Background: an optimization exercise with open tools, aiming at small area, a short achievable clock period and few clock cycles per item. Do not read the settings as production practice.
The RTL of this run was laid out without a check of its function.

==> design/flow/design.v <==
module aes_sbox (
    input  wire [7:0] a,
    output reg  [7:0] y
);
    always @(*) begin
        case (a)
            8'h00: y = 8'h63;
            8'h01: y = 8'h7c;
            8'h02: y = 8'h77;
            8'h03: y = 8'h7b;
            8'h04: y = 8'hf2;
            8'h05: y = 8'h6b;
            8'h06: y = 8'h6f;
            8'h07: y = 8'hc5;
            8'h08: y = 8'h30;
            8'h09: y = 8'h01;
            8'h0a: y = 8'h67;
            8'h0b: y = 8'h2b;
            8'h0c: y = 8'hfe;
            8'h0d: y = 8'hd7;
            8'h0e: y = 8'hab;
            8'h0f: y = 8'h76;
            8'h10: y = 8'hca;
            8'h11: y = 8'h82;
            8'h12: y = 8'hc9;
            8'h13: y = 8'h7d;
            8'h14: y = 8'hfa;
            8'h15: y = 8'h59;
            8'h16: y = 8'h47;
            8'h17: y = 8'hf0;
            8'h18: y = 8'had;
            8'h19: y = 8'hd4;
            8'h1a: y = 8'ha2;
            8'h1b: y = 8'haf;
            8'h1c: y = 8'h9c;
            8'h1d: y = 8'ha4;
            8'h1e: y = 8'h72;
            8'h1f: y = 8'hc0;
            8'h20: y = 8'hb7;
            8'h21: y = 8'hfd;
            8'h22: y = 8'h93;
            8'h23: y = 8'h26;
            8'h24: y = 8'h36;
            8'h25: y = 8'h3f;
            8'h26: y = 8'hf7;
            8'h27: y = 8'hcc;
            8'h28: y = 8'h34;
            8'h29: y = 8'ha5;
            8'h2a: y = 8'he5;
            8'h2b: y = 8'hf1;
            8'h2c: y = 8'h71;
            8'h2d: y = 8'hd8;
            8'h2e: y = 8'h31;
            8'h2f: y = 8'h15;
            8'h30: y = 8'h04;
            8'h31: y = 8'hc7;
            8'h32: y = 8'h23;
            8'h33: y = 8'hc3;
            8'h34: y = 8'h18;
            8'h35: y = 8'h96;
            8'h36: y = 8'h05;
            8'h37: y = 8'h9a;
            8'h38: y = 8'h07;
            8'h39: y = 8'h12;
            8'h3a: y = 8'h80;
            8'h3b: y = 8'he2;
            8'h3c: y = 8'heb;
            8'h3d: y = 8'h27;
            8'h3e: y = 8'hb2;
            8'h3f: y = 8'h75;
            8'h40: y = 8'h09;
            8'h41: y = 8'h83;
            8'h42: y = 8'h2c;
            8'h43: y = 8'h1a;
            8'h44: y = 8'h1b;
            8'h45: y = 8'h6e;
            8'h46: y = 8'h5a;
            8'h47: y = 8'ha0;
            8'h48: y = 8'h52;
            8'h49: y = 8'h3b;
            8'h4a: y = 8'hd6;
            8'h4b: y = 8'hb3;
            8'h4c: y = 8'h29;
            8'h4d: y = 8'he3;
            8'h4e: y = 8'h2f;
            8'h4f: y = 8'h84;
            8'h50: y = 8'h53;
            8'h51: y = 8'hd1;
            8'h52: y = 8'h00;
            8'h53: y = 8'hed;
            8'h54: y = 8'h20;
            8'h55: y = 8'hfc;
            8'h56: y = 8'hb1;
            8'h57: y = 8'h5b;
            8'h58: y = 8'h6a;
            8'h59: y = 8'hcb;
            8'h5a: y = 8'hbe;
            8'h5b: y = 8'h39;
            8'h5c: y = 8'h4a;
            8'h5d: y = 8'h4c;
            8'h5e: y = 8'h58;
            8'h5f: y = 8'hcf;
            8'h60: y = 8'hd0;
            8'h61: y = 8'hef;
            8'h62: y = 8'haa;
            8'h63: y = 8'hfb;
            8'h64: y = 8'h43;
            8'h65: y = 8'h4d;
            8'h66: y = 8'h33;
            8'h67: y = 8'h85;
            8'h68: y = 8'h45;
            8'h69: y = 8'hf9;
            8'h6a: y = 8'h02;
            8'h6b: y = 8'h7f;
            8'h6c: y = 8'h50;
            8'h6d: y = 8'h3c;
            8'h6e: y = 8'h9f;
            8'h6f: y = 8'ha8;
            8'h70: y = 8'h51;
            8'h71: y = 8'ha3;
            8'h72: y = 8'h40;
            8'h73: y = 8'h8f;
            8'h74: y = 8'h92;
            8'h75: y = 8'h9d;
            8'h76: y = 8'h38;
            8'h77: y = 8'hf5;
            8'h78: y = 8'hbc;
            8'h79: y = 8'hb6;
            8'h7a: y = 8'hda;
            8'h7b: y = 8'h21;
            8'h7c: y = 8'h10;
            8'h7d: y = 8'hff;
            8'h7e: y = 8'hf3;
            8'h7f: y = 8'hd2;
            8'h80: y = 8'hcd;
            8'h81: y = 8'h0c;
            8'h82: y = 8'h13;
            8'h83: y = 8'hec;
            8'h84: y = 8'h5f;
            8'h85: y = 8'h97;
            8'h86: y = 8'h44;
            8'h87: y = 8'h17;
            8'h88: y = 8'hc4;
            8'h89: y = 8'ha7;
            8'h8a: y = 8'h7e;
            8'h8b: y = 8'h3d;
            8'h8c: y = 8'h64;
            8'h8d: y = 8'h5d;
            8'h8e: y = 8'h19;
            8'h8f: y = 8'h73;
            8'h90: y = 8'h60;
            8'h91: y = 8'h81;
            8'h92: y = 8'h4f;
            8'h93: y = 8'hdc;
            8'h94: y = 8'h22;
            8'h95: y = 8'h2a;
            8'h96: y = 8'h90;
            8'h97: y = 8'h88;
            8'h98: y = 8'h46;
            8'h99: y = 8'hee;
            8'h9a: y = 8'hb8;
            8'h9b: y = 8'h14;
            8'h9c: y = 8'hde;
            8'h9d: y = 8'h5e;
            8'h9e: y = 8'h0b;
            8'h9f: y = 8'hdb;
            8'ha0: y = 8'he0;
            8'ha1: y = 8'h32;
            8'ha2: y = 8'h3a;
            8'ha3: y = 8'h0a;
            8'ha4: y = 8'h49;
            8'ha5: y = 8'h06;
            8'ha6: y = 8'h24;
            8'ha7: y = 8'h5c;
            8'ha8: y = 8'hc2;
            8'ha9: y = 8'hd3;
            8'haa: y = 8'hac;
            8'hab: y = 8'h62;
            8'hac: y = 8'h91;
            8'had: y = 8'h95;
            8'hae: y = 8'he4;
            8'haf: y = 8'h79;
            8'hb0: y = 8'he7;
            8'hb1: y = 8'hc8;
            8'hb2: y = 8'h37;
            8'hb3: y = 8'h6d;
            8'hb4: y = 8'h8d;
            8'hb5: y = 8'hd5;
            8'hb6: y = 8'h4e;
            8'hb7: y = 8'ha9;
            8'hb8: y = 8'h6c;
            8'hb9: y = 8'h56;
            8'hba: y = 8'hf4;
            8'hbb: y = 8'hea;
            8'hbc: y = 8'h65;
            8'hbd: y = 8'h7a;
            8'hbe: y = 8'hae;
            8'hbf: y = 8'h08;
            8'hc0: y = 8'hba;
            8'hc1: y = 8'h78;
            8'hc2: y = 8'h25;
            8'hc3: y = 8'h2e;
            8'hc4: y = 8'h1c;
            8'hc5: y = 8'ha6;
            8'hc6: y = 8'hb4;
            8'hc7: y = 8'hc6;
            8'hc8: y = 8'he8;
            8'hc9: y = 8'hdd;
            8'hca: y = 8'h74;
            8'hcb: y = 8'h1f;
            8'hcc: y = 8'h4b;
            8'hcd: y = 8'hbd;
            8'hce: y = 8'h8b;
            8'hcf: y = 8'h8a;
            8'hd0: y = 8'h70;
            8'hd1: y = 8'h3e;
            8'hd2: y = 8'hb5;
            8'hd3: y = 8'h66;
            8'hd4: y = 8'h48;
            8'hd5: y = 8'h03;
            8'hd6: y = 8'hf6;
            8'hd7: y = 8'h0e;
            8'hd8: y = 8'h61;
            8'hd9: y = 8'h35;
            8'hda: y = 8'h57;
            8'hdb: y = 8'hb9;
            8'hdc: y = 8'h86;
            8'hdd: y = 8'hc1;
            8'hde: y = 8'h1d;
            8'hdf: y = 8'h9e;
            8'he0: y = 8'he1;
            8'he1: y = 8'hf8;
            8'he2: y = 8'h98;
            8'he3: y = 8'h11;
            8'he4: y = 8'h69;
            8'he5: y = 8'hd9;
            8'he6: y = 8'h8e;
            8'he7: y = 8'h94;
            8'he8: y = 8'h9b;
            8'he9: y = 8'h1e;
            8'hea: y = 8'h87;
            8'heb: y = 8'he9;
            8'hec: y = 8'hce;
            8'hed: y = 8'h55;
            8'hee: y = 8'h28;
            8'hef: y = 8'hdf;
            8'hf0: y = 8'h8c;
            8'hf1: y = 8'ha1;
            8'hf2: y = 8'h89;
            8'hf3: y = 8'h0d;
            8'hf4: y = 8'hbf;
            8'hf5: y = 8'he6;
            8'hf6: y = 8'h42;
            8'hf7: y = 8'h68;
            8'hf8: y = 8'h41;
            8'hf9: y = 8'h99;
            8'hfa: y = 8'h2d;
            8'hfb: y = 8'h0f;
            8'hfc: y = 8'hb0;
            8'hfd: y = 8'h54;
            8'hfe: y = 8'hbb;
            8'hff: y = 8'h16;
            default: y = 8'h00;
        endcase
    end
endmodule
module aes_inv_sbox (
    input  wire [7:0] a,
    output reg  [7:0] y
);
    always @(*) begin
        case (a)
            8'h00: y = 8'h52;
            8'h01: y = 8'h09;
            8'h02: y = 8'h6a;
            8'h03: y = 8'hd5;
            8'h04: y = 8'h30;
            8'h05: y = 8'h36;
            8'h06: y = 8'ha5;
            8'h07: y = 8'h38;
            8'h08: y = 8'hbf;
            8'h09: y = 8'h40;
            8'h0a: y = 8'ha3;
            8'h0b: y = 8'h9e;
            8'h0c: y = 8'h81;
            8'h0d: y = 8'hf3;
            8'h0e: y = 8'hd7;
            8'h0f: y = 8'hfb;
            8'h10: y = 8'h7c;
            8'h11: y = 8'he3;
            8'h12: y = 8'h39;
            8'h13: y = 8'h82;
            8'h14: y = 8'h9b;
            8'h15: y = 8'h2f;
            8'h16: y = 8'hff;
            8'h17: y = 8'h87;
            8'h18: y = 8'h34;
            8'h19: y = 8'h8e;
            8'h1a: y = 8'h43;
            8'h1b: y = 8'h44;
            8'h1c: y = 8'hc4;
            8'h1d: y = 8'hde;
            8'h1e: y = 8'he9;
            8'h1f: y = 8'hcb;
            8'h20: y = 8'h54;
            8'h21: y = 8'h7b;
            8'h22: y = 8'h94;
            8'h23: y = 8'h32;
            8'h24: y = 8'ha6;
            8'h25: y = 8'hc2;
            8'h26: y = 8'h23;
            8'h27: y = 8'h3d;
            8'h28: y = 8'hee;
            8'h29: y = 8'h4c;
            8'h2a: y = 8'h95;
            8'h2b: y = 8'h0b;
            8'h2c: y = 8'h42;
            8'h2d: y = 8'hfa;
            8'h2e: y = 8'hc3;
            8'h2f: y = 8'h4e;
            8'h30: y = 8'h08;
            8'h31: y = 8'h2e;
            8'h32: y = 8'ha1;
            8'h33: y = 8'h66;
            8'h34: y = 8'h28;
            8'h35: y = 8'hd9;
            8'h36: y = 8'h24;
            8'h37: y = 8'hb2;
            8'h38: y = 8'h76;
            8'h39: y = 8'h5b;
            8'h3a: y = 8'ha2;
            8'h3b: y = 8'h49;
            8'h3c: y = 8'h6d;
            8'h3d: y = 8'h8b;
            8'h3e: y = 8'hd1;
            8'h3f: y = 8'h25;
            8'h40: y = 8'h72;
            8'h41: y = 8'hf8;
            8'h42: y = 8'hf6;
            8'h43: y = 8'h64;
            8'h44: y = 8'h86;
            8'h45: y = 8'h68;
            8'h46: y = 8'h98;
            8'h47: y = 8'h16;
            8'h48: y = 8'hd4;
            8'h49: y = 8'ha4;
            8'h4a: y = 8'h5c;
            8'h4b: y = 8'hcc;
            8'h4c: y = 8'h5d;
            8'h4d: y = 8'h65;
            8'h4e: y = 8'hb6;
            8'h4f: y = 8'h92;
            8'h50: y = 8'h6c;
            8'h51: y = 8'h70;
            8'h52: y = 8'h48;
            8'h53: y = 8'h50;
            8'h54: y = 8'hfd;
            8'h55: y = 8'hed;
            8'h56: y = 8'hb9;
            8'h57: y = 8'hda;
            8'h58: y = 8'h5e;
            8'h59: y = 8'h15;
            8'h5a: y = 8'h46;
            8'h5b: y = 8'h57;
            8'h5c: y = 8'ha7;
            8'h5d: y = 8'h8d;
            8'h5e: y = 8'h9d;
            8'h5f: y = 8'h84;
            8'h60: y = 8'h90;
            8'h61: y = 8'hd8;
            8'h62: y = 8'hab;
            8'h63: y = 8'h00;
            8'h64: y = 8'h8c;
            8'h65: y = 8'hbc;
            8'h66: y = 8'hd3;
            8'h67: y = 8'h0a;
            8'h68: y = 8'hf7;
            8'h69: y = 8'he4;
            8'h6a: y = 8'h58;
            8'h6b: y = 8'h05;
            8'h6c: y = 8'hb8;
            8'h6d: y = 8'hb3;
            8'h6e: y = 8'h45;
            8'h6f: y = 8'h06;
            8'h70: y = 8'hd0;
            8'h71: y = 8'h2c;
            8'h72: y = 8'h1e;
            8'h73: y = 8'h8f;
            8'h74: y = 8'hca;
            8'h75: y = 8'h3f;
            8'h76: y = 8'h0f;
            8'h77: y = 8'h02;
            8'h78: y = 8'hc1;
            8'h79: y = 8'haf;
            8'h7a: y = 8'hbd;
            8'h7b: y = 8'h03;
            8'h7c: y = 8'h01;
            8'h7d: y = 8'h13;
            8'h7e: y = 8'h8a;
            8'h7f: y = 8'h6b;
            8'h80: y = 8'h3a;
            8'h81: y = 8'h91;
            8'h82: y = 8'h11;
            8'h83: y = 8'h41;
            8'h84: y = 8'h4f;
            8'h85: y = 8'h67;
            8'h86: y = 8'hdc;
            8'h87: y = 8'hea;
            8'h88: y = 8'h97;
            8'h89: y = 8'hf2;
            8'h8a: y = 8'hcf;
            8'h8b: y = 8'hce;
            8'h8c: y = 8'hf0;
            8'h8d: y = 8'hb4;
            8'h8e: y = 8'he6;
            8'h8f: y = 8'h73;
            8'h90: y = 8'h96;
            8'h91: y = 8'hac;
            8'h92: y = 8'h74;
            8'h93: y = 8'h22;
            8'h94: y = 8'he7;
            8'h95: y = 8'had;
            8'h96: y = 8'h35;
            8'h97: y = 8'h85;
            8'h98: y = 8'he2;
            8'h99: y = 8'hf9;
            8'h9a: y = 8'h37;
            8'h9b: y = 8'he8;
            8'h9c: y = 8'h1c;
            8'h9d: y = 8'h75;
            8'h9e: y = 8'hdf;
            8'h9f: y = 8'h6e;
            8'ha0: y = 8'h47;
            8'ha1: y = 8'hf1;
            8'ha2: y = 8'h1a;
            8'ha3: y = 8'h71;
            8'ha4: y = 8'h1d;
            8'ha5: y = 8'h29;
            8'ha6: y = 8'hc5;
            8'ha7: y = 8'h89;
            8'ha8: y = 8'h6f;
            8'ha9: y = 8'hb7;
            8'haa: y = 8'h62;
            8'hab: y = 8'h0e;
            8'hac: y = 8'haa;
            8'had: y = 8'h18;
            8'hae: y = 8'hbe;
            8'haf: y = 8'h1b;
            8'hb0: y = 8'hfc;
            8'hb1: y = 8'h56;
            8'hb2: y = 8'h3e;
            8'hb3: y = 8'h4b;
            8'hb4: y = 8'hc6;
            8'hb5: y = 8'hd2;
            8'hb6: y = 8'h79;
            8'hb7: y = 8'h20;
            8'hb8: y = 8'h9a;
            8'hb9: y = 8'hdb;
            8'hba: y = 8'hc0;
            8'hbb: y = 8'hfe;
            8'hbc: y = 8'h78;
            8'hbd: y = 8'hcd;
            8'hbe: y = 8'h5a;
            8'hbf: y = 8'hf4;
            8'hc0: y = 8'h1f;
            8'hc1: y = 8'hdd;
            8'hc2: y = 8'ha8;
            8'hc3: y = 8'h33;
            8'hc4: y = 8'h88;
            8'hc5: y = 8'h07;
            8'hc6: y = 8'hc7;
            8'hc7: y = 8'h31;
            8'hc8: y = 8'hb1;
            8'hc9: y = 8'h12;
            8'hca: y = 8'h10;
            8'hcb: y = 8'h59;
            8'hcc: y = 8'h27;
            8'hcd: y = 8'h80;
            8'hce: y = 8'hec;
            8'hcf: y = 8'h5f;
            8'hd0: y = 8'h60;
            8'hd1: y = 8'h51;
            8'hd2: y = 8'h7f;
            8'hd3: y = 8'ha9;
            8'hd4: y = 8'h19;
            8'hd5: y = 8'hb5;
            8'hd6: y = 8'h4a;
            8'hd7: y = 8'h0d;
            8'hd8: y = 8'h2d;
            8'hd9: y = 8'he5;
            8'hda: y = 8'h7a;
            8'hdb: y = 8'h9f;
            8'hdc: y = 8'h93;
            8'hdd: y = 8'hc9;
            8'hde: y = 8'h9c;
            8'hdf: y = 8'hef;
            8'he0: y = 8'ha0;
            8'he1: y = 8'he0;
            8'he2: y = 8'h3b;
            8'he3: y = 8'h4d;
            8'he4: y = 8'hae;
            8'he5: y = 8'h2a;
            8'he6: y = 8'hf5;
            8'he7: y = 8'hb0;
            8'he8: y = 8'hc8;
            8'he9: y = 8'heb;
            8'hea: y = 8'hbb;
            8'heb: y = 8'h3c;
            8'hec: y = 8'h83;
            8'hed: y = 8'h53;
            8'hee: y = 8'h99;
            8'hef: y = 8'h61;
            8'hf0: y = 8'h17;
            8'hf1: y = 8'h2b;
            8'hf2: y = 8'h04;
            8'hf3: y = 8'h7e;
            8'hf4: y = 8'hba;
            8'hf5: y = 8'h77;
            8'hf6: y = 8'hd6;
            8'hf7: y = 8'h26;
            8'hf8: y = 8'he1;
            8'hf9: y = 8'h69;
            8'hfa: y = 8'h14;
            8'hfb: y = 8'h63;
            8'hfc: y = 8'h55;
            8'hfd: y = 8'h21;
            8'hfe: y = 8'h0c;
            8'hff: y = 8'h7d;
            default: y = 8'h00;
        endcase
    end
endmodule
module aes_enc_round (
    input  wire [127:0] s,
    input  wire [127:0] rk,
    input  wire         last,
    output wire [127:0] y
);
    wire [127:0] sb;
    wire [127:0] sr;
    wire [127:0] mc;
    genvar i;
    generate
        for (i = 0; i < 16; i = i + 1) begin : g_sub
            aes_sbox u_sbox (.a(s[127-8*i -: 8]), .y(sb[127-8*i -: 8]));
        end
        for (i = 0; i < 16; i = i + 1) begin : g_shift
            assign sr[127-8*i -: 8] = sb[127-8*((i%4) + 4*(((i/4) + (i%4)) % 4)) -: 8];
        end
        for (i = 0; i < 4; i = i + 1) begin : g_mix
            aes_mixcol u_mix (.a(sr[127-32*i -: 32]), .y(mc[127-32*i -: 32]));
        end
    endgenerate
    assign y = (last ? sr : mc) ^ rk;
endmodule
module aes_dec_round (
    input  wire [127:0] s,
    input  wire [127:0] rk,
    input  wire         last,
    output wire [127:0] y
);
    wire [127:0] isr;
    wire [127:0] isb;
    wire [127:0] ark;
    wire [127:0] imc;
    genvar i;
    generate
        for (i = 0; i < 16; i = i + 1) begin : g_shift
            assign isr[127-8*i -: 8] = s[127-8*((i%4) + 4*(((i/4) + 4 - (i%4)) % 4)) -: 8];
        end
        for (i = 0; i < 16; i = i + 1) begin : g_sub
            aes_inv_sbox u_isbox (.a(isr[127-8*i -: 8]), .y(isb[127-8*i -: 8]));
        end
        assign ark = isb ^ rk;
        for (i = 0; i < 4; i = i + 1) begin : g_mix
            aes_inv_mixcol u_imix (.a(ark[127-32*i -: 32]), .y(imc[127-32*i -: 32]));
        end
    endgenerate
    assign y = last ? ark : imc;
endmodule
module aes_xtime (
    input  wire [7:0] a,
    output wire [7:0] y
);
    assign y = {a[6:0], 1'b0} ^ (a[7] ? 8'h1b : 8'h00);
endmodule
module aes_mixcol (
    input  wire [31:0] a,
    output wire [31:0] y
);
    wire [7:0] a0 = a[31:24];
    wire [7:0] a1 = a[23:16];
    wire [7:0] a2 = a[15:8];
    wire [7:0] a3 = a[7:0];
    wire [7:0] x0, x1, x2, x3;
    aes_xtime u_x0 (.a(a0), .y(x0));
    aes_xtime u_x1 (.a(a1), .y(x1));
    aes_xtime u_x2 (.a(a2), .y(x2));
    aes_xtime u_x3 (.a(a3), .y(x3));
    assign y[31:24] = x0 ^ x1 ^ a1 ^ a2 ^ a3;
    assign y[23:16] = a0 ^ x1 ^ x2 ^ a2 ^ a3;
    assign y[15:8]  = a0 ^ a1 ^ x2 ^ x3 ^ a3;
    assign y[7:0]   = x0 ^ a0 ^ a1 ^ a2 ^ x3;
endmodule
module aes_inv_mixcol (
    input  wire [31:0] a,
    output wire [31:0] y
);
    wire [7:0] a0 = a[31:24];
    wire [7:0] a1 = a[23:16];
    wire [7:0] a2 = a[15:8];
    wire [7:0] a3 = a[7:0];
    wire [7:0] b0, b1, b2, b3;    
    wire [7:0] c0, c1, c2, c3;    
    wire [7:0] d0, d1, d2, d3;    
    aes_xtime u_b0 (.a(a0), .y(b0));
    aes_xtime u_b1 (.a(a1), .y(b1));
    aes_xtime u_b2 (.a(a2), .y(b2));
    aes_xtime u_b3 (.a(a3), .y(b3));
    aes_xtime u_c0 (.a(b0), .y(c0));
    aes_xtime u_c1 (.a(b1), .y(c1));
    aes_xtime u_c2 (.a(b2), .y(c2));
    aes_xtime u_c3 (.a(b3), .y(c3));
    aes_xtime u_d0 (.a(c0), .y(d0));
    aes_xtime u_d1 (.a(c1), .y(d1));
    aes_xtime u_d2 (.a(c2), .y(d2));
    aes_xtime u_d3 (.a(c3), .y(d3));
    wire [7:0] e0 = d0 ^ c0 ^ b0, e1 = d1 ^ c1 ^ b1, e2 = d2 ^ c2 ^ b2, e3 = d3 ^ c3 ^ b3;
    wire [7:0] m0 = d0 ^ b0 ^ a0, m1 = d1 ^ b1 ^ a1, m2 = d2 ^ b2 ^ a2, m3 = d3 ^ b3 ^ a3;
    wire [7:0] n0 = d0 ^ c0 ^ a0, n1 = d1 ^ c1 ^ a1, n2 = d2 ^ c2 ^ a2, n3 = d3 ^ c3 ^ a3;
    wire [7:0] p0 = d0 ^ a0,      p1 = d1 ^ a1,      p2 = d2 ^ a2,      p3 = d3 ^ a3;
    assign y[31:24] = e0 ^ m1 ^ n2 ^ p3;
    assign y[23:16] = p0 ^ e1 ^ m2 ^ n3;
    assign y[15:8]  = n0 ^ p1 ^ e2 ^ m3;
    assign y[7:0]   = m0 ^ n1 ^ p2 ^ e3;
endmodule
module aes256_key_fwd (
    input  wire [255:0] k,
    input  wire [3:0]   r,
    output wire [255:0] kn
);
    wire [31:0] w0 = k[255:224];
    wire [31:0] w1 = k[223:192];
    wire [31:0] w2 = k[191:160];
    wire [31:0] w3 = k[159:128];
    wire [31:0] w7 = k[31:0];
    wire        even = ~r[0];
    wire [31:0] sin  = even ? {w7[23:0], w7[31:24]} : w7;
    wire [31:0] sout;
    wire [7:0]  rcon = 8'h01 << r[3:1];
    aes_sbox u_s0 (.a(sin[31:24]), .y(sout[31:24]));
    aes_sbox u_s1 (.a(sin[23:16]), .y(sout[23:16]));
    aes_sbox u_s2 (.a(sin[15:8]),  .y(sout[15:8]));
    aes_sbox u_s3 (.a(sin[7:0]),   .y(sout[7:0]));
    wire [31:0] t  = sout ^ {(even ? rcon : 8'h00), 24'h0};
    wire [31:0] n0 = w0 ^ t;
    wire [31:0] n1 = w1 ^ n0;
    wire [31:0] n2 = w2 ^ n1;
    wire [31:0] n3 = w3 ^ n2;
    assign kn = {k[127:0], n0, n1, n2, n3};
endmodule
module aes256_key_inv (
    input  wire [255:0] k,
    input  wire [3:0]   r,
    output wire [255:0] kp
);
    wire [31:0] w3 = k[159:128];
    wire [31:0] w4 = k[127:96];
    wire [31:0] w5 = k[95:64];
    wire [31:0] w6 = k[63:32];
    wire [31:0] w7 = k[31:0];
    wire [3:0]  rp   = r - 4'd1;
    wire        even = ~rp[0];
    wire [31:0] sin  = even ? {w3[23:0], w3[31:24]} : w3;
    wire [31:0] sout;
    wire [7:0]  rcon = 8'h01 << rp[3:1];
    aes_sbox u_s0 (.a(sin[31:24]), .y(sout[31:24]));
    aes_sbox u_s1 (.a(sin[23:16]), .y(sout[23:16]));
    aes_sbox u_s2 (.a(sin[15:8]),  .y(sout[15:8]));
    aes_sbox u_s3 (.a(sin[7:0]),   .y(sout[7:0]));
    wire [31:0] t  = sout ^ {(even ? rcon : 8'h00), 24'h0};
    wire [31:0] p0 = w4 ^ t;
    wire [31:0] p1 = w5 ^ w4;
    wire [31:0] p2 = w6 ^ w5;
    wire [31:0] p3 = w7 ^ w6;
    assign kp = {p0, p1, p2, p3, k[255:128]};
endmodule
module xts_line_engine (
    input  wire         clk,
    input  wire         rst,
    input  wire         in_valid,
    output wire         in_ready,
    input  wire         in_decrypt,
    input  wire [255:0] in_key1,
    input  wire [255:0] in_key2,
    input  wire [39:0]  in_line,
    input  wire [47:0]  in_gen,
    input  wire [511:0] in_data,
    output wire         out_valid,
    input  wire         out_ready,
    output wire [511:0] out_data
);
    localparam [1:0] S_IDLE  = 2'd0;
    localparam [1:0] S_TWEAK = 2'd1;
    localparam [1:0] S_BLOCK = 2'd2;
    localparam [1:0] S_OUT   = 2'd3;
    reg  [1:0]   state;
    reg  [3:0]   rnd;         
    reg  [1:0]   blk;         
    reg          dec;         
    reg  [255:0] kt;          
    reg  [255:0] k1_first;    
    reg  [255:0] k1_last;     
    reg  [255:0] kw;          
    reg  [127:0] st;          
    reg  [127:0] tw;          
    reg  [511:0] buffer;      
    assign in_ready  = (state == S_IDLE);
    assign out_valid = (state == S_OUT);
    assign out_data  = buffer;
    function automatic [127:0] bswap128(input [127:0] x);
        integer b;
        begin
            for (b = 0; b < 16; b = b + 1)
                bswap128[8*b +: 8] = x[8*(15-b) +: 8];
        end
    endfunction
    function automatic [255:0] bswap256(input [255:0] x);
        integer b;
        begin
            for (b = 0; b < 32; b = b + 1)
                bswap256[8*b +: 8] = x[8*(31-b) +: 8];
        end
    endfunction
    wire         in_tweak = (state == S_TWEAK);
    wire         use_dec  = dec & ~in_tweak;
    wire [127:0] rk       = in_tweak ? kt[255:128] : kw[255:128];
    wire         last     = (rnd == 4'd14);
    reg  [127:0] blk_data;
    always @(*) begin
        case (blk)
            2'd0: blk_data = buffer[127:0];
            2'd1: blk_data = buffer[255:128];
            2'd2: blk_data = buffer[383:256];
            default: blk_data = buffer[511:384];
        endcase
    end
    wire [127:0] first_in = bswap128(in_tweak ? tw : (blk_data ^ tw));
    wire [127:0] enc_y;
    wire [127:0] dec_y;
    aes_enc_round u_enc (.s(st), .rk(rk), .last(last), .y(enc_y));
    aes_dec_round u_dec (.s(st), .rk(rk), .last(last), .y(dec_y));
    wire [127:0] round_y = (rnd == 4'd0) ? (first_in ^ rk)
                         : (use_dec ? dec_y : enc_y);
    wire [255:0] kt_next;
    wire [255:0] kw_fwd;
    wire [255:0] kw_back;
    aes256_key_fwd u_kt  (.k(kt), .r(rnd), .kn(kt_next));
    aes256_key_fwd u_kwf (.k(kw), .r(rnd), .kn(kw_fwd));
    aes256_key_inv u_kwb (.k(kw), .r(4'd14 - rnd), .kp(kw_back));
    wire [127:0] blk_out  = bswap128(round_y) ^ tw;
    wire [127:0] tw_alpha = {tw[126:0], 1'b0} ^ {120'h0, (tw[127] ? 8'h87 : 8'h00)};
    always @(posedge clk) begin
        if (rst) begin
            state <= S_IDLE;
            rnd   <= 4'd0;
            blk   <= 2'd0;
        end else begin
            case (state)
                S_IDLE: begin
                    if (in_valid) begin
                        state    <= S_TWEAK;
                        rnd      <= 4'd0;
                        blk      <= 2'd0;
                        dec      <= in_decrypt;
                        kt       <= bswap256(in_key2);
                        k1_first <= bswap256(in_key1);
                        kw       <= bswap256(in_key1);
                        tw       <= {40'h0, in_gen, in_line};
                        buffer   <= in_data;
                    end
                end
                S_TWEAK: begin
                    st  <= round_y;
                    kt  <= kt_next;
                    rnd <= rnd + 4'd1;
                    if (!last) kw <= kw_fwd;
                    if (last) begin
                        tw      <= bswap128(round_y);
                        k1_last <= kw;
                        if (!dec) kw <= k1_first;
                        rnd     <= 4'd0;
                        state   <= S_BLOCK;
                    end
                end
                S_BLOCK: begin
                    st  <= round_y;
                    rnd <= rnd + 4'd1;
                    kw  <= dec ? kw_back : kw_fwd;
                    if (last) begin
                        case (blk)
                            2'd0: buffer[127:0]   <= blk_out;
                            2'd1: buffer[255:128] <= blk_out;
                            2'd2: buffer[383:256] <= blk_out;
                            default: buffer[511:384] <= blk_out;
                        endcase
                        tw  <= tw_alpha;
                        kw  <= dec ? k1_last : k1_first;
                        rnd <= 4'd0;
                        blk <= blk + 2'd1;
                        if (blk == 2'd3) state <= S_OUT;
                    end
                end
                default: begin  
                    if (out_ready) state <= S_IDLE;
                end
            endcase
        end
    end
endmodule
==> design/flow/run.sh <==
#!/bin/bash
# synth_recipe.tcl (not shown) runs the flow's synth.tcl, then flattens the netlist and writes it again
# the make line also repeats each setting of config.mk as NAME=value (left out here)
make -C /OpenROAD-flow-scripts/flow DESIGN_CONFIG=/design/flow/config.mk WORK_HOME=/design/flow/orfs CLKGATE_MAP_FILE= SYNTH_SCRIPT=/design/flow/synth_recipe.tcl finish
==> design/flow/config.mk <==
export PLATFORM = sky130hd
export DESIGN_NAME = xts_line_engine
export DESIGN_NICKNAME = xts_line_engine
export VERILOG_FILES = /design/flow/design.v
export SDC_FILE = /design/flow/constraint.sdc
export NUM_CORES = 8
export LEC_CHECK = 0
export CAP_MARGIN = 20
export CORE_MARGIN = 2
export CORE_UTILIZATION = 18
export PLACE_DENSITY = 0.3
export SLEW_MARGIN = 20
==> design/flow/constraint.sdc <==
create_clock -name core_clock -period 10.0 [get_ports {clk}]
set_input_delay 2.0000 -clock core_clock [delete_from_list [all_inputs] [get_ports {clk}]]
set_output_delay 2.0000 -clock core_clock [all_outputs]
set_load 0.01 [all_outputs]
==> results.ini <==
[clock_tree]
cts_tree=yes
clk_pin_slew_ns=0.07
cts_root_buf=clkbuf_16
cts-hold-fix-buffers=0
clock_latency_ns=1.22
clockBufferDepth=5
cts_sinks=2057
htreeDepth=5
cts_resized=0
cts_buffers=332
cts_setup_buffers=0

[worst_setup_path]
crit_path_cell_trace=inv_1 -> ha_4 -> buf_12 -> buf_12 -> mux2i_1 -> xor2_1 -> xnor2_1 -> xnor3_1 -> xnor3_1 -> o211a_1 -> or2_1 -> buf_4 -> ha_1 -> inv_1 -> nor3_1 -> buf_4 -> o21ai_0 -> nand2_1 -> o22ai_1 -> o21ai_0 -> a222oi_1 -> buf_4
path_class=flop to flop
end_kind=flop
worstPathRequired_ns=11.06
worstPathMaxFanout=31
max_stage_delay_ns=0.83
arrival_ns=10.22
path_common_cell=buf_4
path_depth=22
reg2reg_depth=22
cp_num_buf_inv=7
timing.critical_path.slowest_stage_cell=mux2i_1
worst_setup_path_start_kind=flop
crit_family=buffers and inverters

[synth]
yosys-top-cells-area=edfxtp_1 (21%), o21ai_0 (6.6%), a21oi_1 (5.4%)
ys.flop_type=edfxtp_1
postSynthAreaPerCell_um2=7.56
ys_types=132
synth-edff-count=1793
syn-num-nets=35300
synthCells=33700
yosysTopAreaCellShare=0.212
ys_ff_latch=2057
synth_largest_area_cell=edfxtp_1
synth_seq_area_share=0.232
synthTopCellsByCount=nand2_1 (3461), o21ai_0 (3359), nor2_1 (2975)
ys_warn_count=3
synth-async-reset-ratio=0
yosysMostFrequentCell=nand2_1
syn_area_um2=255000

[routing]
drc=0
drt_iter0_drc=54000
vias_per_cell=6.11
wl_per_cell_um=51.9
num_vias=334000
ant_nets=0
firstDrtPassIters=8
routed_wl_mm=2840

[sta]
tightestPinTransition_ns=1.45
final.period_utilization=0.917
fmax_ghz=0.109
hold_viol=0
slew_viol_final=0
skew_ns=0.167
period_minus_slack_ns=9.17
setup_viol=0
hold_ws_ns=0.450
relSlewSlack=0.0323
setup_tns_ns=0
grt_setup_unrepaired=false

[place]
io_buffers=1630
post-dp-hpwl_mm=2230
finalWeightedCongestion=1.04
place_inst=53500

[grt]
grt_pass1_vias=306000
grt_usage=0.378
overflow=0
grt_first_pass_wirelength_mm=3550
grt_max_degree=240
grt_antenna_before_repair=663

[floorplanning]
rows=436
die_area_um2=1420000
start_util=0.181
fp.coreArea_um2=1410000
die-width_mm=1.19
fp.dieH_mm=1.19
ios=1631

[status]
outcome=complete, no violations

[finish]
area_growth_syn_to_layout_pct=25.6
finalNonFillerCells=54700
finalNetCount=36600
layout-drive-gt1-share=0.138

[worst_hold_path]
whs_path_depth=1
holdCritPathClass=flop to flop

[run]
maxCapViolCount=0

[layer usage]
layer / routed length, µm / up-vias / track usage / part of all wire
li1: - / 132000 / - / -
met1: 1110000 / 172000 / 0.468 / 0.39
met2: 1150000 / 24200 / 0.537 / 0.40
met3: 298000 / 5242 / 0.119 / 0.11
met4: 281000 / 222 / 0.304 / 0.099
met5: 1490 / - / 0 / 0.00052
[metrics by stage]
| stage | util | cell area [µm²] | setup WS (ns) |
|---|---|---|---|
| finish | 0.227 | 320000 | 0.834 |
| global route | 0.227 | 319000 | 0.891 |
| CTS | 0.226 | 318000 | 1.19 |
| detailed placement | 0.218 | 307000 | 1.17 |
| global placement | 0.218 | 307000 | 0.0398 |
| floorplan | - | 255000 | 0.0441 |
[layout make-up]
cell class | instances | area, µm²
inverter | 737 | 2810
antenna | 592 | 1480
timing repair buffer | 4593 | 40600
fill | 158000 | 1090000
clock inverter | 169 | 1860
clock buffer | 424 | 8850
tap | 18800 | 23600
sequential | 2057 | 59100
multi-input combinational | 27300 | 181000
[cell usage in the layout, fill, tap and decap left out, drive strengths merged, types with 525 or more instances in the layout]
cell / count
a211oi: 675
a21oi: 2776
a31oi: 804
buf: 2977
clkdlybuf4s50: 1616
diode: 592
edfxtp: 1793
ha: 525
inv: 718
mux2i: 671
nand2: 3465
nand3: 1238
nor2: 2987
nor3: 1016
o211ai: 904
o21ai: 3425
o311ai: 612
xnor2: 1177
[registers in the layout, indices dropped and copies added, names as in the netlist, 32 cells and up]
register and flops:
buffer 512, k1_first 256, k1_last 256, kt 256, kw 256, st 128
tw 128, u_dec.g_sub.u_isbox.y 128, u_enc.g_mix.u_mix.u_x0.a 32, u_enc.g_mix.u_mix.u_x1.a 32, u_enc.g_mix.u_mix.u_x2.a 32, u_enc.g_mix.u_mix.u_x3.a 32
[worst paths after layout]
path,end,slack [ns],start
max reg2reg,u_dec.g_sub[7].u_isbox.y[6]$_DFF_P_,0.83,state[1]$_SDFFE_PP0P_
max,u_dec.g_sub[7].u_isbox.y[6]$_DFF_P_,0.83,state[1]$_SDFFE_PP0P_
min,kt[178]$_DFFE_PP_,0.45,kt[50]$_DFFE_PP_
min reg2reg,kt[178]$_DFFE_PP_,0.45,kt[50]$_DFFE_PP_
[kinds of logic (layout without fill, tap and decap cells)]
kind of cell | count (synthesis) | after routing | synth area share
adder cells (fa/ha/maj) | 525 | 525 | 0.0258
multiplexers | 1171 | 1171 | 0.0523
AND/OR/NAND/NOR | 10100 | 10100 | 0.176
buffers and inverters | 4350 | 5923 | 0.0691
other | 0 | 592 | 0
XOR/XNOR | 2034 | 2034 | 0.0933
flip-flops | 2057 | 2057 | 0.232
AO/OA/AOI/OAI | 13400 | 13400 | 0.352

==> separate check: timing with driven ports <==
How much do the figures lean on ideal ports? The routed layout below was timed once more, with nothing changed but the port constraints.
Step 1, drivers: a clkbuf_16 drives clk and a buf_2 each remaining input, both assumed.
Step 2 adds t to the input delays and takes it off the output delays; t is the mean of the earliest and latest rising clock arrival at the registers after step 1. Input paths then give back, and output paths get back, about the clock's delay inside the block.
Three values: no drivers, after step 1, after step 2; two values: the first two.
t (ns): 1.320
setup slack, ns: 0.834 / 0.834 / 0.630
worst slew at a driven data input, ns: 0.75
After both steps this run still meets setup and hold. For this run, drivers alone change the setup slack by 0.000 ns; drivers and shift together by -0.204 ns.
